This is an optimization exercise on Yosys and OpenROAD, whose aim is small area, a short achievable clock period and few clock cycles per item, not a production implementation.
Function was checked by simulation only, so behaviour that the tests miss may differ from the original.

`flow/config.mk`:
```
export PLATFORM = sky130hd
export DESIGN_NAME = foc_frame
export DESIGN_NICKNAME = foc_frame
export VERILOG_FILES = /design/flow/design.v
export SDC_FILE = /design/flow/constraint.sdc
export NUM_CORES = 4
export LEC_CHECK = 0
export CAP_MARGIN = 20
export CORE_MARGIN = 2
export CORE_UTILIZATION = 45
export PLACE_DENSITY = 0.6
export SLEW_MARGIN = 20
export SYNTH_MEMORY_MAX_BITS = 16384
```
`flow/constraint.sdc`:
```
create_clock -name core_clock -period 30.0 [get_ports {clk}]
set_input_delay 6.0000 -clock core_clock [delete_from_list [all_inputs] [get_ports {clk}]]
set_output_delay 6.0000 -clock core_clock [all_outputs]
set_load 0.01 [all_outputs]
```
`flow/design.v`:
```
module foc_frame (
  input  wire               clk,
  input  wire               rst,           
  input  wire               start,
  output wire               ready,
  output reg                done,
  input  wire signed [15:0] i_u,
  input  wire signed [15:0] i_v,
  input  wire        [13:0] theta_meas,
  input  wire        [13:0] theta_apply,
  input  wire signed [15:0] id_ref,
  input  wire signed [15:0] iq_ref,
  input  wire        [15:0] kp_d,          
  input  wire        [15:0] ki_d,          
  input  wire        [15:0] kp_q,
  input  wire        [15:0] ki_q,
  input  wire        [15:0] kaw,           
  input  wire signed [15:0] wld,           
  input  wire signed [15:0] wlq,           
  input  wire signed [15:0] emf,           
  input  wire        [1:0]  dmode,         
  input  wire               idx_sel,       
  input  wire signed [15:0] vbus,
  input  wire        [15:0] vlim_k,        
  input  wire               lim_mode,      
  input  wire               hold,          
  input  wire               clr_state,     
  output reg  signed [15:0] id_meas,
  output reg  signed [15:0] iq_meas,
  output reg  signed [15:0] vd_out,
  output reg  signed [15:0] vq_out,
  output reg         [15:0] duty_u,
  output reg         [15:0] duty_v,
  output reg         [15:0] duty_w,
  output reg         [2:0]  sector,
  output reg                zero_vec,
  output reg                v_limited
);
  function [14:0] tq;
    input [8:0] k;
    begin
      case (k)
      9'd0: tq = 15'd0;
      9'd1: tq = 15'd201;
      9'd2: tq = 15'd402;
      9'd3: tq = 15'd603;
      9'd4: tq = 15'd804;
      9'd5: tq = 15'd1005;
      9'd6: tq = 15'd1206;
      9'd7: tq = 15'd1407;
      9'd8: tq = 15'd1608;
      9'd9: tq = 15'd1809;
      9'd10: tq = 15'd2009;
      9'd11: tq = 15'd2210;
      9'd12: tq = 15'd2410;
      9'd13: tq = 15'd2611;
      9'd14: tq = 15'd2811;
      9'd15: tq = 15'd3012;
      9'd16: tq = 15'd3212;
      9'd17: tq = 15'd3412;
      9'd18: tq = 15'd3612;
      9'd19: tq = 15'd3811;
      9'd20: tq = 15'd4011;
      9'd21: tq = 15'd4210;
      9'd22: tq = 15'd4410;
      9'd23: tq = 15'd4609;
      9'd24: tq = 15'd4808;
      9'd25: tq = 15'd5007;
      9'd26: tq = 15'd5205;
      9'd27: tq = 15'd5404;
      9'd28: tq = 15'd5602;
      9'd29: tq = 15'd5800;
      9'd30: tq = 15'd5998;
      9'd31: tq = 15'd6195;
      9'd32: tq = 15'd6393;
      9'd33: tq = 15'd6590;
      9'd34: tq = 15'd6786;
      9'd35: tq = 15'd6983;
      9'd36: tq = 15'd7179;
      9'd37: tq = 15'd7375;
      9'd38: tq = 15'd7571;
      9'd39: tq = 15'd7767;
      9'd40: tq = 15'd7962;
      9'd41: tq = 15'd8157;
      9'd42: tq = 15'd8351;
      9'd43: tq = 15'd8545;
      9'd44: tq = 15'd8739;
      9'd45: tq = 15'd8933;
      9'd46: tq = 15'd9126;
      9'd47: tq = 15'd9319;
      9'd48: tq = 15'd9512;
      9'd49: tq = 15'd9704;
      9'd50: tq = 15'd9896;
      9'd51: tq = 15'd10087;
      9'd52: tq = 15'd10278;
      9'd53: tq = 15'd10469;
      9'd54: tq = 15'd10659;
      9'd55: tq = 15'd10849;
      9'd56: tq = 15'd11039;
      9'd57: tq = 15'd11228;
      9'd58: tq = 15'd11417;
      9'd59: tq = 15'd11605;
      9'd60: tq = 15'd11793;
      9'd61: tq = 15'd11980;
      9'd62: tq = 15'd12167;
      9'd63: tq = 15'd12353;
      9'd64: tq = 15'd12539;
      9'd65: tq = 15'd12725;
      9'd66: tq = 15'd12910;
      9'd67: tq = 15'd13094;
      9'd68: tq = 15'd13279;
      9'd69: tq = 15'd13462;
      9'd70: tq = 15'd13645;
      9'd71: tq = 15'd13828;
      9'd72: tq = 15'd14010;
      9'd73: tq = 15'd14191;
      9'd74: tq = 15'd14372;
      9'd75: tq = 15'd14553;
      9'd76: tq = 15'd14732;
      9'd77: tq = 15'd14912;
      9'd78: tq = 15'd15090;
      9'd79: tq = 15'd15269;
      9'd80: tq = 15'd15446;
      9'd81: tq = 15'd15623;
      9'd82: tq = 15'd15800;
      9'd83: tq = 15'd15976;
      9'd84: tq = 15'd16151;
      9'd85: tq = 15'd16325;
      9'd86: tq = 15'd16499;
      9'd87: tq = 15'd16673;
      9'd88: tq = 15'd16846;
      9'd89: tq = 15'd17018;
      9'd90: tq = 15'd17189;
      9'd91: tq = 15'd17360;
      9'd92: tq = 15'd17530;
      9'd93: tq = 15'd17700;
      9'd94: tq = 15'd17869;
      9'd95: tq = 15'd18037;
      9'd96: tq = 15'd18204;
      9'd97: tq = 15'd18371;
      9'd98: tq = 15'd18537;
      9'd99: tq = 15'd18703;
      9'd100: tq = 15'd18868;
      9'd101: tq = 15'd19032;
      9'd102: tq = 15'd19195;
      9'd103: tq = 15'd19357;
      9'd104: tq = 15'd19519;
      9'd105: tq = 15'd19680;
      9'd106: tq = 15'd19841;
      9'd107: tq = 15'd20000;
      9'd108: tq = 15'd20159;
      9'd109: tq = 15'd20317;
      9'd110: tq = 15'd20475;
      9'd111: tq = 15'd20631;
      9'd112: tq = 15'd20787;
      9'd113: tq = 15'd20942;
      9'd114: tq = 15'd21096;
      9'd115: tq = 15'd21250;
      9'd116: tq = 15'd21403;
      9'd117: tq = 15'd21554;
      9'd118: tq = 15'd21705;
      9'd119: tq = 15'd21856;
      9'd120: tq = 15'd22005;
      9'd121: tq = 15'd22154;
      9'd122: tq = 15'd22301;
      9'd123: tq = 15'd22448;
      9'd124: tq = 15'd22594;
      9'd125: tq = 15'd22739;
      9'd126: tq = 15'd22884;
      9'd127: tq = 15'd23027;
      9'd128: tq = 15'd23170;
      9'd129: tq = 15'd23311;
      9'd130: tq = 15'd23452;
      9'd131: tq = 15'd23592;
      9'd132: tq = 15'd23731;
      9'd133: tq = 15'd23870;
      9'd134: tq = 15'd24007;
      9'd135: tq = 15'd24143;
      9'd136: tq = 15'd24279;
      9'd137: tq = 15'd24413;
      9'd138: tq = 15'd24547;
      9'd139: tq = 15'd24680;
      9'd140: tq = 15'd24811;
      9'd141: tq = 15'd24942;
      9'd142: tq = 15'd25072;
      9'd143: tq = 15'd25201;
      9'd144: tq = 15'd25329;
      9'd145: tq = 15'd25456;
      9'd146: tq = 15'd25582;
      9'd147: tq = 15'd25708;
      9'd148: tq = 15'd25832;
      9'd149: tq = 15'd25955;
      9'd150: tq = 15'd26077;
      9'd151: tq = 15'd26198;
      9'd152: tq = 15'd26319;
      9'd153: tq = 15'd26438;
      9'd154: tq = 15'd26556;
      9'd155: tq = 15'd26674;
      9'd156: tq = 15'd26790;
      9'd157: tq = 15'd26905;
      9'd158: tq = 15'd27019;
      9'd159: tq = 15'd27133;
      9'd160: tq = 15'd27245;
      9'd161: tq = 15'd27356;
      9'd162: tq = 15'd27466;
      9'd163: tq = 15'd27575;
      9'd164: tq = 15'd27683;
      9'd165: tq = 15'd27790;
      9'd166: tq = 15'd27896;
      9'd167: tq = 15'd28001;
      9'd168: tq = 15'd28105;
      9'd169: tq = 15'd28208;
      9'd170: tq = 15'd28310;
      9'd171: tq = 15'd28411;
      9'd172: tq = 15'd28510;
      9'd173: tq = 15'd28609;
      9'd174: tq = 15'd28706;
      9'd175: tq = 15'd28803;
      9'd176: tq = 15'd28898;
      9'd177: tq = 15'd28992;
      9'd178: tq = 15'd29085;
      9'd179: tq = 15'd29177;
      9'd180: tq = 15'd29268;
      9'd181: tq = 15'd29358;
      9'd182: tq = 15'd29447;
      9'd183: tq = 15'd29534;
      9'd184: tq = 15'd29621;
      9'd185: tq = 15'd29706;
      9'd186: tq = 15'd29791;
      9'd187: tq = 15'd29874;
      9'd188: tq = 15'd29956;
      9'd189: tq = 15'd30037;
      9'd190: tq = 15'd30117;
      9'd191: tq = 15'd30195;
      9'd192: tq = 15'd30273;
      9'd193: tq = 15'd30349;
      9'd194: tq = 15'd30424;
      9'd195: tq = 15'd30498;
      9'd196: tq = 15'd30571;
      9'd197: tq = 15'd30643;
      9'd198: tq = 15'd30714;
      9'd199: tq = 15'd30783;
      9'd200: tq = 15'd30852;
      9'd201: tq = 15'd30919;
      9'd202: tq = 15'd30985;
      9'd203: tq = 15'd31050;
      9'd204: tq = 15'd31113;
      9'd205: tq = 15'd31176;
      9'd206: tq = 15'd31237;
      9'd207: tq = 15'd31297;
      9'd208: tq = 15'd31356;
      9'd209: tq = 15'd31414;
      9'd210: tq = 15'd31470;
      9'd211: tq = 15'd31526;
      9'd212: tq = 15'd31580;
      9'd213: tq = 15'd31633;
      9'd214: tq = 15'd31685;
      9'd215: tq = 15'd31736;
      9'd216: tq = 15'd31785;
      9'd217: tq = 15'd31833;
      9'd218: tq = 15'd31880;
      9'd219: tq = 15'd31926;
      9'd220: tq = 15'd31971;
      9'd221: tq = 15'd32014;
      9'd222: tq = 15'd32057;
      9'd223: tq = 15'd32098;
      9'd224: tq = 15'd32137;
      9'd225: tq = 15'd32176;
      9'd226: tq = 15'd32213;
      9'd227: tq = 15'd32250;
      9'd228: tq = 15'd32285;
      9'd229: tq = 15'd32318;
      9'd230: tq = 15'd32351;
      9'd231: tq = 15'd32382;
      9'd232: tq = 15'd32412;
      9'd233: tq = 15'd32441;
      9'd234: tq = 15'd32469;
      9'd235: tq = 15'd32495;
      9'd236: tq = 15'd32521;
      9'd237: tq = 15'd32545;
      9'd238: tq = 15'd32567;
      9'd239: tq = 15'd32589;
      9'd240: tq = 15'd32609;
      9'd241: tq = 15'd32628;
      9'd242: tq = 15'd32646;
      9'd243: tq = 15'd32663;
      9'd244: tq = 15'd32678;
      9'd245: tq = 15'd32692;
      9'd246: tq = 15'd32705;
      9'd247: tq = 15'd32717;
      9'd248: tq = 15'd32728;
      9'd249: tq = 15'd32737;
      9'd250: tq = 15'd32745;
      9'd251: tq = 15'd32752;
      9'd252: tq = 15'd32757;
      9'd253: tq = 15'd32761;
      9'd254: tq = 15'd32765;
      9'd255: tq = 15'd32766;
      9'd256: tq = 15'd32767;
      default: tq = 15'd0;
      endcase
    end
  endfunction
  function [7:0] td;
    input [7:0] k;
    begin
      case (k)
      8'd0: td = 8'd201;
      8'd1: td = 8'd201;
      8'd2: td = 8'd201;
      8'd3: td = 8'd201;
      8'd4: td = 8'd201;
      8'd5: td = 8'd201;
      8'd6: td = 8'd201;
      8'd7: td = 8'd201;
      8'd8: td = 8'd201;
      8'd9: td = 8'd200;
      8'd10: td = 8'd201;
      8'd11: td = 8'd200;
      8'd12: td = 8'd201;
      8'd13: td = 8'd200;
      8'd14: td = 8'd201;
      8'd15: td = 8'd200;
      8'd16: td = 8'd200;
      8'd17: td = 8'd200;
      8'd18: td = 8'd199;
      8'd19: td = 8'd200;
      8'd20: td = 8'd199;
      8'd21: td = 8'd200;
      8'd22: td = 8'd199;
      8'd23: td = 8'd199;
      8'd24: td = 8'd199;
      8'd25: td = 8'd198;
      8'd26: td = 8'd199;
      8'd27: td = 8'd198;
      8'd28: td = 8'd198;
      8'd29: td = 8'd198;
      8'd30: td = 8'd197;
      8'd31: td = 8'd198;
      8'd32: td = 8'd197;
      8'd33: td = 8'd196;
      8'd34: td = 8'd197;
      8'd35: td = 8'd196;
      8'd36: td = 8'd196;
      8'd37: td = 8'd196;
      8'd38: td = 8'd196;
      8'd39: td = 8'd195;
      8'd40: td = 8'd195;
      8'd41: td = 8'd194;
      8'd42: td = 8'd194;
      8'd43: td = 8'd194;
      8'd44: td = 8'd194;
      8'd45: td = 8'd193;
      8'd46: td = 8'd193;
      8'd47: td = 8'd193;
      8'd48: td = 8'd192;
      8'd49: td = 8'd192;
      8'd50: td = 8'd191;
      8'd51: td = 8'd191;
      8'd52: td = 8'd191;
      8'd53: td = 8'd190;
      8'd54: td = 8'd190;
      8'd55: td = 8'd190;
      8'd56: td = 8'd189;
      8'd57: td = 8'd189;
      8'd58: td = 8'd188;
      8'd59: td = 8'd188;
      8'd60: td = 8'd187;
      8'd61: td = 8'd187;
      8'd62: td = 8'd186;
      8'd63: td = 8'd186;
      8'd64: td = 8'd186;
      8'd65: td = 8'd185;
      8'd66: td = 8'd184;
      8'd67: td = 8'd185;
      8'd68: td = 8'd183;
      8'd69: td = 8'd183;
      8'd70: td = 8'd183;
      8'd71: td = 8'd182;
      8'd72: td = 8'd181;
      8'd73: td = 8'd181;
      8'd74: td = 8'd181;
      8'd75: td = 8'd179;
      8'd76: td = 8'd180;
      8'd77: td = 8'd178;
      8'd78: td = 8'd179;
      8'd79: td = 8'd177;
      8'd80: td = 8'd177;
      8'd81: td = 8'd177;
      8'd82: td = 8'd176;
      8'd83: td = 8'd175;
      8'd84: td = 8'd174;
      8'd85: td = 8'd174;
      8'd86: td = 8'd174;
      8'd87: td = 8'd173;
      8'd88: td = 8'd172;
      8'd89: td = 8'd171;
      8'd90: td = 8'd171;
      8'd91: td = 8'd170;
      8'd92: td = 8'd170;
      8'd93: td = 8'd169;
      8'd94: td = 8'd168;
      8'd95: td = 8'd167;
      8'd96: td = 8'd167;
      8'd97: td = 8'd166;
      8'd98: td = 8'd166;
      8'd99: td = 8'd165;
      8'd100: td = 8'd164;
      8'd101: td = 8'd163;
      8'd102: td = 8'd162;
      8'd103: td = 8'd162;
      8'd104: td = 8'd161;
      8'd105: td = 8'd161;
      8'd106: td = 8'd159;
      8'd107: td = 8'd159;
      8'd108: td = 8'd158;
      8'd109: td = 8'd158;
      8'd110: td = 8'd156;
      8'd111: td = 8'd156;
      8'd112: td = 8'd155;
      8'd113: td = 8'd154;
      8'd114: td = 8'd154;
      8'd115: td = 8'd153;
      8'd116: td = 8'd151;
      8'd117: td = 8'd151;
      8'd118: td = 8'd151;
      8'd119: td = 8'd149;
      8'd120: td = 8'd149;
      8'd121: td = 8'd147;
      8'd122: td = 8'd147;
      8'd123: td = 8'd146;
      8'd124: td = 8'd145;
      8'd125: td = 8'd145;
      8'd126: td = 8'd143;
      8'd127: td = 8'd143;
      8'd128: td = 8'd141;
      8'd129: td = 8'd141;
      8'd130: td = 8'd140;
      8'd131: td = 8'd139;
      8'd132: td = 8'd139;
      8'd133: td = 8'd137;
      8'd134: td = 8'd136;
      8'd135: td = 8'd136;
      8'd136: td = 8'd134;
      8'd137: td = 8'd134;
      8'd138: td = 8'd133;
      8'd139: td = 8'd131;
      8'd140: td = 8'd131;
      8'd141: td = 8'd130;
      8'd142: td = 8'd129;
      8'd143: td = 8'd128;
      8'd144: td = 8'd127;
      8'd145: td = 8'd126;
      8'd146: td = 8'd126;
      8'd147: td = 8'd124;
      8'd148: td = 8'd123;
      8'd149: td = 8'd122;
      8'd150: td = 8'd121;
      8'd151: td = 8'd121;
      8'd152: td = 8'd119;
      8'd153: td = 8'd118;
      8'd154: td = 8'd118;
      8'd155: td = 8'd116;
      8'd156: td = 8'd115;
      8'd157: td = 8'd114;
      8'd158: td = 8'd114;
      8'd159: td = 8'd112;
      8'd160: td = 8'd111;
      8'd161: td = 8'd110;
      8'd162: td = 8'd109;
      8'd163: td = 8'd108;
      8'd164: td = 8'd107;
      8'd165: td = 8'd106;
      8'd166: td = 8'd105;
      8'd167: td = 8'd104;
      8'd168: td = 8'd103;
      8'd169: td = 8'd102;
      8'd170: td = 8'd101;
      8'd171: td = 8'd99;
      8'd172: td = 8'd99;
      8'd173: td = 8'd97;
      8'd174: td = 8'd97;
      8'd175: td = 8'd95;
      8'd176: td = 8'd94;
      8'd177: td = 8'd93;
      8'd178: td = 8'd92;
      8'd179: td = 8'd91;
      8'd180: td = 8'd90;
      8'd181: td = 8'd89;
      8'd182: td = 8'd87;
      8'd183: td = 8'd87;
      8'd184: td = 8'd85;
      8'd185: td = 8'd85;
      8'd186: td = 8'd83;
      8'd187: td = 8'd82;
      8'd188: td = 8'd81;
      8'd189: td = 8'd80;
      8'd190: td = 8'd78;
      8'd191: td = 8'd78;
      8'd192: td = 8'd76;
      8'd193: td = 8'd75;
      8'd194: td = 8'd74;
      8'd195: td = 8'd73;
      8'd196: td = 8'd72;
      8'd197: td = 8'd71;
      8'd198: td = 8'd69;
      8'd199: td = 8'd69;
      8'd200: td = 8'd67;
      8'd201: td = 8'd66;
      8'd202: td = 8'd65;
      8'd203: td = 8'd63;
      8'd204: td = 8'd63;
      8'd205: td = 8'd61;
      8'd206: td = 8'd60;
      8'd207: td = 8'd59;
      8'd208: td = 8'd58;
      8'd209: td = 8'd56;
      8'd210: td = 8'd56;
      8'd211: td = 8'd54;
      8'd212: td = 8'd53;
      8'd213: td = 8'd52;
      8'd214: td = 8'd51;
      8'd215: td = 8'd49;
      8'd216: td = 8'd48;
      8'd217: td = 8'd47;
      8'd218: td = 8'd46;
      8'd219: td = 8'd45;
      8'd220: td = 8'd43;
      8'd221: td = 8'd43;
      8'd222: td = 8'd41;
      8'd223: td = 8'd39;
      8'd224: td = 8'd39;
      8'd225: td = 8'd37;
      8'd226: td = 8'd37;
      8'd227: td = 8'd35;
      8'd228: td = 8'd33;
      8'd229: td = 8'd33;
      8'd230: td = 8'd31;
      8'd231: td = 8'd30;
      8'd232: td = 8'd29;
      8'd233: td = 8'd28;
      8'd234: td = 8'd26;
      8'd235: td = 8'd26;
      8'd236: td = 8'd24;
      8'd237: td = 8'd22;
      8'd238: td = 8'd22;
      8'd239: td = 8'd20;
      8'd240: td = 8'd19;
      8'd241: td = 8'd18;
      8'd242: td = 8'd17;
      8'd243: td = 8'd15;
      8'd244: td = 8'd14;
      8'd245: td = 8'd13;
      8'd246: td = 8'd12;
      8'd247: td = 8'd11;
      8'd248: td = 8'd9;
      8'd249: td = 8'd8;
      8'd250: td = 8'd7;
      8'd251: td = 8'd5;
      8'd252: td = 8'd4;
      8'd253: td = 8'd4;
      8'd254: td = 8'd1;
      8'd255: td = 8'd1;
      default: td = 8'd0;
      endcase
    end
  endfunction
  function [15:0] sinp;
    input [8:0] i;
    input [3:0] f;
    reg [11:0] pr;
    begin
      pr   = td(i[7:0]) * f + 12'd8;
      sinp = {1'b0, tq(i)} + {8'd0, pr[11:4]};
    end
  endfunction
  function signed [15:0] sat16;
    input signed [35:0] x;
    begin
      if (x > 36'sd32767)       sat16 = 16'sh7fff;
      else if (x < -36'sd32768) sat16 = 16'sh8000;
      else                      sat16 = x[15:0];
    end
  endfunction
  function signed [13:0] satv;                   
    input signed [35:0] x;
    begin
      if (x > 36'sd8191)       satv = 14'sd8191;
      else if (x < -36'sd8191) satv = -14'sd8191;
      else                     satv = x[13:0];
    end
  endfunction
  function [30:0] r4;
    input [30:0] st;
    input [14:0] d;
    input [16:0] d3;
    reg [16:0] x;
    reg [17:0] t1, t2, t3;
    reg [1:0]  q;
    reg [16:0] r;
    begin
      x  = {st[30:16], st[15:14]};
      t1 = {1'b0, x} - {3'b0, d};
      t2 = {1'b0, x} - {2'b0, d, 1'b0};
      t3 = {1'b0, x} - {1'b0, d3};
      if (!t3[17])      begin q = 2'd3; r = t3[16:0]; end
      else if (!t2[17]) begin q = 2'd2; r = t2[16:0]; end
      else if (!t1[17]) begin q = 2'd1; r = t1[16:0]; end
      else              begin q = 2'd0; r = x;        end
      r4 = {r[14:0], st[13:0], q};
    end
  endfunction
  function [61:0] sqs;
    input [61:0] st;
    reg [17:0] rr, tr, df;
    reg [15:0] rem;
    reg [15:0] root;
    begin
      rr = {st[61:46], st[29:28]};
      tr = {st[45:30], 2'b01};
      df = rr - tr;
      if (rr >= tr) begin rem = df[15:0]; root = {st[44:30], 1'b1}; end
      else          begin rem = rr[15:0]; root = {st[44:30], 1'b0}; end
      sqs = {rem, root, st[27:0], 2'b00};
    end
  endfunction
  localparam [3:0] S_IDLE = 4'd0,
                   S_1    = 4'd1,    
                   S_2    = 4'd2,    
                   S_3    = 4'd3,    
                   S_4    = 4'd4,    
                   S_5    = 4'd5,    
                   S_6    = 4'd6,    
                   S_7    = 4'd7,    
                   S_8    = 4'd8,    
                   S_SQ   = 4'd9,    
                   S_SQF  = 4'd10,   
                   S_DV1  = 4'd11,   
                   S_DV2  = 4'd12,
                   S_DV3  = 4'd13;
  reg [3:0] state;
  reg [1:0] sq_cnt;
  assign ready = (state == S_IDLE);
  reg signed [15:0] r_iu, r_idref, r_iqref, r_wld, r_wlq, r_emf, r_vbus;
  reg signed [17:0] r_iuv2;                      
  reg        [16:0] r_vb3;                       
  reg        [13:0] r_thm, r_tha;
  reg        [15:0] r_kpd, r_kid, r_kpq, r_kiq, r_kaw, r_vlimk;
  reg               r_dmon, r_idxsel, r_limmode, r_hold, r_vbpos;
  reg signed [29:0] x_d, x_q;
  reg signed [15:0] dl_d, dl_q;
  reg signed [15:0] sn, cs, nsn;
  reg signed [15:0] ib;
  reg        [13:0] vmax;
  reg signed [33:0] xk_d, xk_q;                  
  reg signed [13:0] xr_d, xr_q;                  
  reg signed [17:0] e_d, e_q;
  reg signed [15:0] xs_d, xs_q;                  
  reg signed [25:0] ua_d, ua_q;                  
  reg signed [20:0] dc_d, dc_q;                  
  reg signed [13:0] w_d, w_q;                    
  reg signed [13:0] vd, vq, vdc, avd, avq;
  reg               spec_bad, pass2, lim;
  reg signed [15:0] va, vb;
  reg        [26:0] mag2, rad0;
  reg signed [16:0] mxr, mdr;
  reg signed [17:0] smm;
  reg        [1:0]  rk_u, rk_v, rk_w;
  reg        [2:0]  sec_r;
  reg        [15:0] qv;                          
  reg        [14:0] rv;                          
  reg        [16:0] kmin;                        
  reg        [30:0] dva, dvb;                    
  reg        [14:0] dv_d;                        
  reg        [16:0] dv_d3;                       
  reg               ovf_a, ovf_b, zro_a, zro_b, mneg, s1c;
  reg        [61:0] sqst;                        
  reg        [25:0] nd, nq;
  wire [13:0] sc_th = (state == S_1) ? r_thm : r_tha;
  wire [11:0] sc_p  = sc_th[11:0];
  wire [8:0]  sc_i2 = (sc_p[3:0] == 4'd0) ? (9'd256 - {1'b0, sc_p[11:4]})
                                          : (9'd255 - {1'b0, sc_p[11:4]});
  wire [3:0]  sc_f2 = 4'd0 - sc_p[3:0];
  wire [15:0] sc_sp = sinp({1'b0, sc_p[11:4]}, sc_p[3:0]);
  wire [15:0] sc_sc = sinp(sc_i2, sc_f2);
  wire [15:0] sc_a  = sc_th[12] ? sc_sc : sc_sp;
  wire [15:0] sc_b  = sc_th[12] ? sc_sp : sc_sc;
  wire signed [15:0] sc_s  = sc_th[13] ? -sc_a : sc_a;
  wire signed [15:0] sc_ns = sc_th[13] ? sc_a : -sc_a;
  wire signed [15:0] sc_c  = (sc_th[13] ^ sc_th[12]) ? -sc_b : sc_b;
  wire signed [13:0] op_d = pass2 ? vd_out[13:0] : w_d;
  wire signed [13:0] op_q = pass2 ? vq_out[13:0] : w_q;
  wire signed [13:0] vmx  = vmax;
  reg signed [17:0] a1, a2, a3, a4;
  reg signed [16:0] b1, b2, b3, b4;
  always @* begin
    a1 = 18'sd0; b1 = 17'sd0; a2 = 18'sd0; b2 = 17'sd0;
    a3 = 18'sd0; b3 = 17'sd0; a4 = 18'sd0; b4 = 17'sd0;
    case (state)
      S_1: begin
        a1 = r_iuv2;  b1 = 17'sd18919;
        a2 = r_vbus;  b2 = {1'b0, r_vlimk};
        a3 = dl_d;    b3 = {1'b0, r_kaw};
        a4 = dl_q;    b4 = {1'b0, r_kaw};
      end
      S_2: begin
        a1 = r_iu; b1 = cs;
        a2 = ib;   b2 = sn;
        a3 = ib;   b3 = cs;
        a4 = r_iu; b4 = nsn;
      end
      S_3: begin
        a1 = e_d;  b1 = {1'b0, r_kpd};
        a2 = e_q;  b2 = {1'b0, r_kpq};
        a3 = xs_q; b3 = r_wlq;
        a4 = xs_d; b4 = r_wld;
      end
      S_4: begin
        a1 = op_d; b1 = cs;
        a2 = op_q; b2 = nsn;
        a3 = op_d; b3 = sn;
        a4 = op_q; b4 = cs;
      end
      S_5: begin
        a1 = vd;  b1 = vd;
        a2 = vq;  b2 = vq;
        a3 = vmx; b3 = vmx;
        a4 = vdc; b4 = vdc;
      end
      S_6: begin
        a1 = e_d;  b1 = {1'b0, r_kid};
        a2 = e_q;  b2 = {1'b0, r_kiq};
      end
      S_SQ: begin
        a1 = avd; b1 = vmx;
        a2 = avq; b2 = vmx;
      end
      default: ;
    endcase
  end
  wire signed [34:0] p1 = a1 * b1;
  wire signed [34:0] p2 = a2 * b2;
  wire signed [34:0] p3 = a3 * b3;
  wire signed [34:0] p4 = a4 * b4;
  wire signed [35:0] s12 = p1 + p2 + 36'sd16384;
  wire signed [35:0] s34 = p3 + p4 + 36'sd16384;
  wire signed [20:0] rd = s12 >>> 15;
  wire signed [20:0] rq = s34 >>> 15;
  wire rd_hi = (rd > 21'sd32767), rd_lo = (rd < -21'sd32768);
  wire rq_hi = (rq > 21'sd32767), rq_lo = (rq < -21'sd32768);
  wire signed [15:0] id_n = rd_hi ? 16'sh7fff : rd_lo ? 16'sh8000 : rd[15:0];
  wire signed [15:0] iq_n = rq_hi ? 16'sh7fff : rq_lo ? 16'sh8000 : rq[15:0];
  wire signed [17:0] ed_raw = r_idref - $signed(rd[17:0]);
  wire signed [17:0] eq_raw = r_iqref - $signed(rq[17:0]);
  wire signed [17:0] ed_n = rd_hi ? (r_idref - 18'sd32767) : rd_lo ? (r_idref + 18'sd32768) : ed_raw;
  wire signed [17:0] eq_n = rq_hi ? (r_iqref - 18'sd32767) : rq_lo ? (r_iqref + 18'sd32768) : eq_raw;
  wire signed [25:0] ua_dn = ((p1 + 35'sd128) >>> 8) + xr_d;
  wire signed [25:0] ua_qn = ((p2 + 35'sd128) >>> 8) + xr_q;
  wire signed [20:0] dc_dn = r_dmon ? ((p3 + 35'sd2048) >>> 12) : 21'sd0;
  wire signed [20:0] dc_qn = r_dmon ? (((p4 + 35'sd2048) >>> 12) + r_emf) : 21'sd0;
  wire signed [13:0] u_d  = satv(ua_d);
  wire signed [13:0] u_q  = satv(ua_q);
  wire signed [13:0] vd_n = satv(u_d - dc_d);
  wire signed [13:0] vq_n = satv(u_q + dc_q);
  wire signed [13:0] vdc_n = (vd_n > vmx) ? vmx : (vd_n < -vmx) ? -vmx : vd_n;
  wire signed [35:0] lim_x = p1 + p2 - p3;
  wire signed [31:0] t_m  = vb * 32'sd28378 + 32'sd16384;
  wire signed [16:0] t    = t_m >>> 15;
  wire signed [16:0] h    = va >>> 1;
  wire signed [16:0] vU   = va;
  wire signed [16:0] vV   = t - h;
  wire signed [16:0] vW   = -h - t;
  wire geUV = (vU >= vV);
  wire geUW = (vU >= vW);
  wire geVW = (vV >= vW);
  wire [1:0] rku = {1'b0, geUV} + {1'b0, geUW};
  wire [1:0] rkv = {1'b0, ~geUV} + {1'b0, geVW};
  wire [1:0] rkw = {1'b0, ~geUW} + {1'b0, ~geVW};
  wire signed [16:0] mx = (rku == 2'd2) ? vU : (rkv == 2'd2) ? vV : vW;
  wire signed [16:0] mn = (rku == 2'd0) ? vU : (rkv == 2'd0) ? vV : vW;
  wire signed [16:0] md = (rku == 2'd1) ? vU : (rkv == 2'd1) ? vV : vW;
  reg  [2:0] sec_n;
  always @* begin
    if ((t > 0) || (t == 0 && va >= 0)) begin
      if (vU > vV)      sec_n = 3'd1;
      else if (vU > vW) sec_n = 3'd2;
      else              sec_n = 3'd3;
    end else begin
      if (vU < vV)      sec_n = 3'd4;
      else if (vU < vW) sec_n = 3'd5;
      else              sec_n = 3'd6;
    end
  end
  wire signed [16:0] hh  = smm >>> 1;            
  wire signed [16:0] hia = mxr + ~hh;            
  wire signed [16:0] yb  = mdr + ~hh;            
  wire signed [16:0] zb  = ~mdr + hh;            
  wire               mng = ~zb[16];              
  wire signed [16:0] hib = mng ? zb : yb;        
  wire               za  = hia[16];              
  wire               zbz = mng ? 1'b0 : yb[16];  
  reg [30:0] dia, dib;
  always @* begin
    case (state)
      S_1:     begin dia = {15'd0, 16'hffff}; dib = dvb; end
      S_6:     begin
                 dia = za  ? 31'd0 : {hia[14:0], ~hia[15:0]};
                 dib = zbz ? 31'd0 : {hib[14:0], ~hib[15:0]};
               end
      default: begin dia = dva;               dib = dvb; end
    endcase
  end
  wire [30:0] da1 = r4(dia, dv_d, dv_d3);
  wire [30:0] da2 = r4(da1, dv_d, dv_d3);
  wire [30:0] da3 = r4(da2, dv_d, dv_d3);
  wire [30:0] db1 = r4(dib, dv_d, dv_d3);
  wire [30:0] db2 = r4(db1, dv_d, dv_d3);
  wire [30:0] db3 = r4(db2, dv_d, dv_d3);
  wire [15:0] qmax = da2[15:0];
  wire [14:0] rmax = da2[30:16];
  wire [15:0] qmid = db2[15:0];
  wire signed [17:0] dmin_a = $signed({1'b0, kmin}) + $signed({2'b11, ~qmax}) + 18'sd1;
  wire signed [17:0] dmin_b = $signed({1'b0, kmin}) + $signed({2'b11, ~qmax}) + 18'sd2;
  wire               dmin_c = s1c & (rmax < rv);
  wire               dmin_z = dmin_c ? (dmin_b <= 18'sd0) : (dmin_a <= 18'sd0);
  wire [15:0] dmax = (ovf_a || qmax >= 16'd32767) ? 16'd65535 : {1'b1, qmax[14:0]};
  wire [15:0] dmin = (ovf_a || dmin_z) ? 16'd0 : dmin_c ? dmin_b[15:0] : dmin_a[15:0];
  wire [15:0] dmid = mneg ? ((ovf_b || qmid >= 16'd32768) ? 16'd0 : 16'd32768 - qmid)
                          : ((ovf_b || qmid >= 16'd32767) ? 16'd65535 : {1'b1, qmid[14:0]});
  wire [61:0] sq1 = sqs(sqst);
  wire [61:0] sq2 = sqs(sq1);
  wire [61:0] sq3 = sqs(sq2);
  wire [61:0] sq4 = sqs(sq3);
  wire [61:0] sq5 = sqs(sq4);
  wire [13:0] sq_r  = sqst[43:30];
  localparam signed [36:0] XLIM = 37'sd536805376;    
  wire signed [36:0] xs_dn = xk_d + p1;
  wire signed [36:0] xs_qn = xk_q + p2;
  wire signed [29:0] xn_d = (xs_dn > XLIM) ? XLIM[29:0] : (xs_dn < -XLIM) ? -XLIM[29:0] : xs_dn[29:0];
  wire signed [29:0] xn_q = (xs_qn > XLIM) ? XLIM[29:0] : (xs_qn < -XLIM) ? -XLIM[29:0] : xs_qn[29:0];
  wire signed [35:0] ib_m = (p1 + 35'sd16384) >>> 15;
  wire signed [35:0] vm_m = p2 >>> 16;
  always @(posedge clk) begin
    if (rst) begin
      state <= S_IDLE;
      done  <= 1'b0;
      x_d   <= 30'sd0;
      x_q   <= 30'sd0;
      dl_d  <= 16'sd0;
      dl_q  <= 16'sd0;
    end else begin
      done <= 1'b0;
      case (state)
        S_IDLE: begin
          if (start) begin
            r_iu      <= i_u;
            r_iuv2    <= i_u + 2 * i_v;
            r_thm     <= theta_meas;
            r_tha     <= theta_apply;
            r_idref   <= id_ref;
            r_iqref   <= iq_ref;
            r_kpd     <= kp_d;
            r_kid     <= ki_d;
            r_kpq     <= kp_q;
            r_kiq     <= ki_q;
            r_kaw     <= kaw;
            r_wld     <= wld;
            r_wlq     <= wlq;
            r_emf     <= dmode[1] ? emf : 16'sd0;
            r_dmon    <= (dmode != 2'd0);
            r_idxsel  <= idx_sel;
            r_vbus    <= vbus;
            r_vb3     <= {1'b0, vbus} + {vbus, 1'b0};
            dv_d      <= vbus[14:0];
            dv_d3     <= {1'b0, vbus} + {vbus, 1'b0};
            r_vbpos   <= (vbus > 16'sd0);
            r_vlimk   <= vlim_k;
            r_limmode <= lim_mode;
            r_hold    <= hold;
            if (clr_state) begin
              x_d  <= 30'sd0;
              x_q  <= 30'sd0;
              dl_d <= 16'sd0;
              dl_q <= 16'sd0;
            end
            pass2 <= 1'b0;
            state <= S_1;
          end
        end
        S_1: begin
          sn   <= sc_s;
          cs   <= sc_c;
          nsn  <= sc_ns;
          ib   <= sat16(ib_m);
          vmax <= r_vbpos ? satv(vm_m) : 14'd0;
          xk_d <= x_d + p3;
          xk_q <= x_q + p4;
          xr_d <= (x_d + 30'sd32768) >>> 16;
          xr_q <= (x_q + 30'sd32768) >>> 16;
          dva  <= da2;
          state <= S_2;
        end
        S_2: begin
          id_meas <= id_n;
          iq_meas <= iq_n;
          e_d  <= ed_n;
          e_q  <= eq_n;
          xs_d <= r_idxsel ? id_n : r_idref;
          xs_q <= r_idxsel ? iq_n : r_iqref;
          sn  <= sc_s;
          cs  <= sc_c;
          nsn <= sc_ns;
          dva <= da2;
          state <= S_3;
        end
        S_3: begin
          ua_d <= ua_dn;
          ua_q <= ua_qn;
          dc_d <= dc_dn;
          dc_q <= dc_qn;
          w_d  <= ua_dn[13:0] - dc_dn[13:0];
          w_q  <= ua_qn[13:0] + dc_qn[13:0];
          dva  <= da2;
          state <= S_4;
        end
        S_4: begin
          vd  <= vd_n;
          vq  <= vq_n;
          vdc <= vdc_n;
          avd <= vd_n[13] ? -vd_n : vd_n;
          avq <= vq_n[13] ? -vq_n : vq_n;
          spec_bad <= (vd_n != w_d) || (vq_n != w_q);
          va <= s12 >>> 15;
          vb <= s34 >>> 15;
          if (!pass2) dva <= da2;
          state <= S_5;
        end
        S_5: begin
          rk_u  <= rku;
          rk_v  <= rkv;
          rk_w  <= rkw;
          mxr   <= mx;
          mdr   <= md;
          smm   <= mx + mn;
          sec_r <= r_vbpos ? sec_n : 3'd0;
          if (!pass2) begin
            qv <= dva[15:0];
            rv <= dva[30:16];
          end
          if (pass2) begin
            state <= S_6;
          end else begin
            mag2 <= p1[26:0] + p2[26:0];
            rad0 <= p3[26:0] - p4[26:0];
            if (lim_x > 36'sd0) begin
              lim    <= 1'b1;
              sq_cnt <= 2'd0;
              sqst   <= {16'd0, 16'd0, 3'd0, r_limmode ? (p1[26:0] + p2[26:0]) : (p3[26:0] - p4[26:0])};
              state  <= S_SQ;
            end else begin
              lim    <= 1'b0;
              vd_out <= vd;
              vq_out <= vq;
              if (spec_bad) begin
                pass2 <= 1'b1;
                state <= S_4;
              end else begin
                state <= S_6;
              end
            end
          end
        end
        S_SQ: begin
          sqst   <= sq5;
          sq_cnt <= sq_cnt + 2'd1;
          if (sq_cnt == 2'd0) begin
            nd <= p1[25:0];
            nq <= p2[25:0];
          end
          if (sq_cnt == 2'd2)
            state <= S_SQF;
        end
        S_SQF: begin
          pass2 <= 1'b1;
          if (!r_limmode) begin
            vd_out <= vdc;
            if (avq > $signed({1'b0, sq_r}))
              vq_out <= vq[13] ? -$signed({2'b0, sq_r}) : $signed({2'b0, sq_r});
            else
              vq_out <= vq;
            state <= S_4;
          end else begin
            dv_d  <= {1'b0, sq_r};
            dv_d3 <= {3'b0, sq_r} + {2'b0, sq_r, 1'b0};
            dva   <= {5'd0, nd[25:16], nd[15:0]};
            dvb   <= {5'd0, nq[25:16], nq[15:0]};
            state <= S_DV1;
          end
        end
        S_DV1: begin
          dva   <= da3;
          dvb   <= db3;
          state <= S_DV2;
        end
        S_DV2: begin
          dva   <= da3;
          dvb   <= db3;
          state <= S_DV3;
        end
        S_DV3: begin
          vd_out <= vd[13] ? -{2'b0, da2[13:0]} : {2'b0, da2[13:0]};
          vq_out <= vq[13] ? -{2'b0, db2[13:0]} : {2'b0, db2[13:0]};
          dv_d   <= r_vbus[14:0];
          dv_d3  <= r_vb3;
          state  <= S_4;
        end
        S_6: begin
          dva   <= da3;
          dvb   <= db3;
          ovf_a <= ~za  & ($signed(hia) >= $signed({2'b0, dv_d}));
          ovf_b <= ~zbz & ($signed(hib) >= $signed({2'b0, dv_d}));
          mneg  <= mng;
          s1c   <= smm[0];
          kmin  <= smm[0] ? 17'd32768 + {1'b0, qv} : 17'd32768;
          v_limited <= lim;
          if (r_hold) begin
            dl_d <= 16'sd0;
            dl_q <= 16'sd0;
          end else begin
            x_d  <= xn_d;
            x_q  <= xn_q;
            dl_d <= vd_out - vd;
            dl_q <= vq_out - vq;
          end
          state <= S_7;
        end
        S_7: begin
          dva   <= da3;
          dvb   <= db3;
          state <= S_8;
        end
        S_8: begin
          zero_vec <= ~r_vbpos;
          sector   <= sec_r;
          if (!r_vbpos) begin
            duty_u <= 16'd32768;
            duty_v <= 16'd32768;
            duty_w <= 16'd32768;
          end else begin
            duty_u <= (rk_u == 2'd2) ? dmax : (rk_u == 2'd1) ? dmid : dmin;
            duty_v <= (rk_v == 2'd2) ? dmax : (rk_v == 2'd1) ? dmid : dmin;
            duty_w <= (rk_w == 2'd2) ? dmax : (rk_w == 2'd1) ? dmid : dmin;
          end
          done  <= 1'b1;
          state <= S_IDLE;
        end
        default: state <= S_IDLE;
      endcase
    end
  end
endmodule
```
`flow/run.sh`:
```
#!/bin/bash
# synth_recipe.tcl (not shown) runs the flow's synth.tcl, then flattens the netlist and writes it again
# the make line also repeats each setting of config.mk as NAME=value (left out here)
make -C /OpenROAD-flow-scripts/flow DESIGN_CONFIG=/design/flow/config.mk WORK_HOME=/design/flow/orfs CLKGATE_MAP_FILE= SYNTH_SCRIPT=/design/flow/synth_recipe.tcl finish
```
==> flow_metrics.py <==
metrics = {
    "outcome": {
        "outcome": "finished clean",
    },
    "synthesis": {
        "synth_top_area_frac": 0.2064,
        "syn_area_sq_um": 171500,
        "seq_area_frac_synth": 0.2177,
        "yosysWarningCount": 1,
        "synth.largest_area_cell": "edfxtp_1",
        "synth-seq-cells": 1276,
        "yosys-top-cells-area": "edfxtp_1 21%, fa_1 16%, ha_1 13%",
        "synth_flop_cell": "edfxtp_1",
        "yosysUniqueCellTypes": 133,
        "ys_async_sr_fraction": 0,
        "synth_edf_count": 1179,
        "yosys.cell_count.top_type": "inv_1",
        "syn_avg_cell_area_sq_um": 8.697,
        "syn_inst": 19720,
        "synth_common_cells": "2,320 x inv_1, 1,871 x nor2_1, 1,837 x nand2_1",
    },
    "timing": {
        "rsz0062_at_grt": "false",
        "hold_ws_ns": 0.3971,
        "period_minus_slack_ns": 17.96,
        "tns_ns": 0,
        "finalHoldViolCount": 0,
        "slew_headroom": 0.1712,
        "clock_skew_ns": 0.09376,
        "fin_ws_ns": 12.04,
        "tightestPinTransition_ns": 1.239,
        "finalSetupViolCount": 0,
        "maxSlewViolCount": 0,
        "clock.fmax_mhz": 55.68,
        "period_share": 0.5986,
    },
    "clock_tree": {
        "h-tree-depth": 4,
        "clk_latency_ns": 0.94,
        "cts_num_sinks": 1276,
        "clock-root-buffer": "clkbuf_16",
        "clk_pin_slew_ns": 0.06,
        "hold_buffers": 0,
        "clockBufferDepth": 4,
        "cts_tree": "done",
        "cts_setup_buffers": 0,
        "numCtsBuffers": 162,
        "cts_resized": 0,
    },
    "floorplanning": {
        "initial_core_util": 0.4523,
        "die_w_um": 621.4,
        "die-area_sq_um": 386100,
        "rows": 226,
        "core_sq_um": 379200,
        "die_h_um": 621.4,
        "pin_count": 380,
    },
    "global_route": {
        "grt_pass1_vias": 148400,
        "grt_max_degree": 115,
        "grt_pass1_wl_mm": 1091,
        "antenna_found_initial": 87,
        "grt_usage": 0.3915,
        "overflow": 0,
    },
    "layout": {
        "area_delta_synth_final_pct": 10.15,
        "finish.utilization": 0.4982,
        "register_area_sq_um": 37350,
        "fill_cells": 36280,
        "layout.cells.non_filler": 25270,
        "multi_input_area_sq_um": 123100,
        "design_area_sq_um": 188900,
        "final_nets": 23430,
        "drive_gt1_frac": 0.05857,
    },
    "critical_path": {
        "startpoint_type": "register",
        "cp_common_cell": "fa_1",
        "slowest_delay_ns": 0.94,
        "worstSetupEndpointType": "register",
        "critical_path_class": "register to register",
        "critPathRequiredTime_ns": 30.45,
        "crit_path_top_delay_cell": "xor2_1",
        "crit_fanout": 60,
        "worstPathArrival_ns": 18.41,
    },
    "placement": {
        "io_buffers": 379,
        "place_area_sq_um": 183100,
        "place_congestion": 1.059,
        "hpwl_mm": 630.7,
        "place_ws_ns": 12.69,
        "dp_cells": 24850,
    },
    "drt": {
        "detail-route-antenna-nets": 0,
        "drc": 0,
        "drtIter0Drc": 19890,
        "routedWlPerCell_um": 30.72,
        "drt_first_pass_iters": 12,
        "vias_per_cell": 6.190,
        "routed_wl_mm": 776.3,
        "vias": 156400,
    },
    "worst_hold_path": {
        "hold_path.class": "register to register",
    },
    "run": {
        "drv_cap": 0,
    },
}
==> flip-flops by register name, summed over array words and instances (netlist names), 21 cells and up <==
name and count:
sqst 62, xk_q 34, xk_d 34, dvb 31
dc_q 21, ua_q 26, nd 26, x_d 30
dva 31, dc_d 21, nq 26, x_q 30
ua_d 26
==> placed cells by master, fill, tap and decap left out, types with 74 or more instances in the layout <==
master,Yosys,routed
clkbuf_16,0,163
nand3_1,443,438
diode_2,0,128
o221ai_1,82,82
fa_1,1398,1398
dfxtp_1,97,97
ha_1,1771,1770
or2_2,77,77
a21oi_1,1301,1291
nor4_1,81,79
o211ai_1,136,136
nand2_1,1837,1832
o21ai_0,982,971
buf_4,16,503
and2_1,173,173
xnor2_1,853,833
mux2_2,89,89
edfxtp_1,1179,1179
and4_1,90,90
a21boi_0,75,74
or3_1,77,77
a21o_1,325,324
nor2b_1,195,194
clkdlybuf4s50_1,0,378
inv_1,2320,2316
and3_1,141,141
o21a_1,174,174
xor2_1,379,369
a22oi_1,191,191
a31oi_1,188,184
nand4_1,193,193
nand2b_1,233,233
nor3_1,312,303
o21bai_1,197,197
mux2i_1,132,124
a211oi_1,200,199
nor2_1,1871,1854
==> path summary, 6_finish.rpt <==
kind                                 to  depth (start not counted)  slack (ns)     start
worst max-delay path            sqst[3]                         53       12.04  state[1]
worst min-delay path              qv[1]                          0        0.40    dva[1]
worst max register to register  sqst[3]                         53       12.04  state[1]
worst min register to register    qv[1]                          0        0.40    dva[1]
==> critical path, delay by kind of cell (launching register included) <==
kind	cells	cell delay (ns)
xor+xnor	2	1.43
flops	1	0.89
simple gates	18	4.28
fa+ha+maj	9	4.30
compound gates	15	3.64
buf+inv	9	2.59
==> layer usage <==
layer,vias to the layer above,global-route usage,share of wire
met3,1855,0.07173,0.097
met4,12,0.2778,0.086
met1,76690,0.5113,0.39
met5,-,0,0.00012
met2,8234,0.5848,0.42
li1,69660,-,-
==> kinds of logic (layout without fill, tap and decap cells) <==
family | after synthesis | in the layout | share of synthesized area
mux | 235 | 235 | 0.01500
simple gates | 5890 | 5890 | 0.1589
xor+xnor | 1241 | 1241 | 0.06385
flops | 1276 | 1276 | 0.2177
buf+inv | 3106 | 3515 | 0.06897
other cells | 1 | 130 | 0.00002186
compound gates | 4801 | 4801 | 0.1831
fa+ha+maj | 3170 | 3170 | 0.2924
==> final cells by class <==
class	count	share of cell area
diodes	128	0.001695
clock buffers	188	0.02235
clock inverters	105	0.006636
inverters	2334	0.04637
multi-input cells	15340	0.6514
flip-flops and latches	1276	0.1977
well taps	5016	0.03322
repair buffers	888	0.04063
Testbench counts, summed over its fixed seeds: cycles 31,776, frames 3,200.

-- port drivers added, routing unchanged --
In the flow no input, the clock included, has a driving cell. The finished layout below was timed again as built, in two steps.
Step 1, drivers: a clkbuf_16 drives clk and a buf_2 each remaining input, both assumed.
Step 2 moves the port delays by t, midway between the first and last clock arrival at a register: inputs arrive t later, outputs are due t later. That takes back most of the time a late clock gives input paths.
Slacks: ideal ports / drivers / drivers and shift; pairs: ideal ports / drivers.
t, ns: 1.011
slack for setup (ns): 12.041 / 12.041 / 12.041
worst slew at a driven data input, ns: 0.19
After both steps this run still meets setup and hold. For this run, drivers alone change the setup slack by 0.000 ns; drivers and shift together by 0.000 ns.
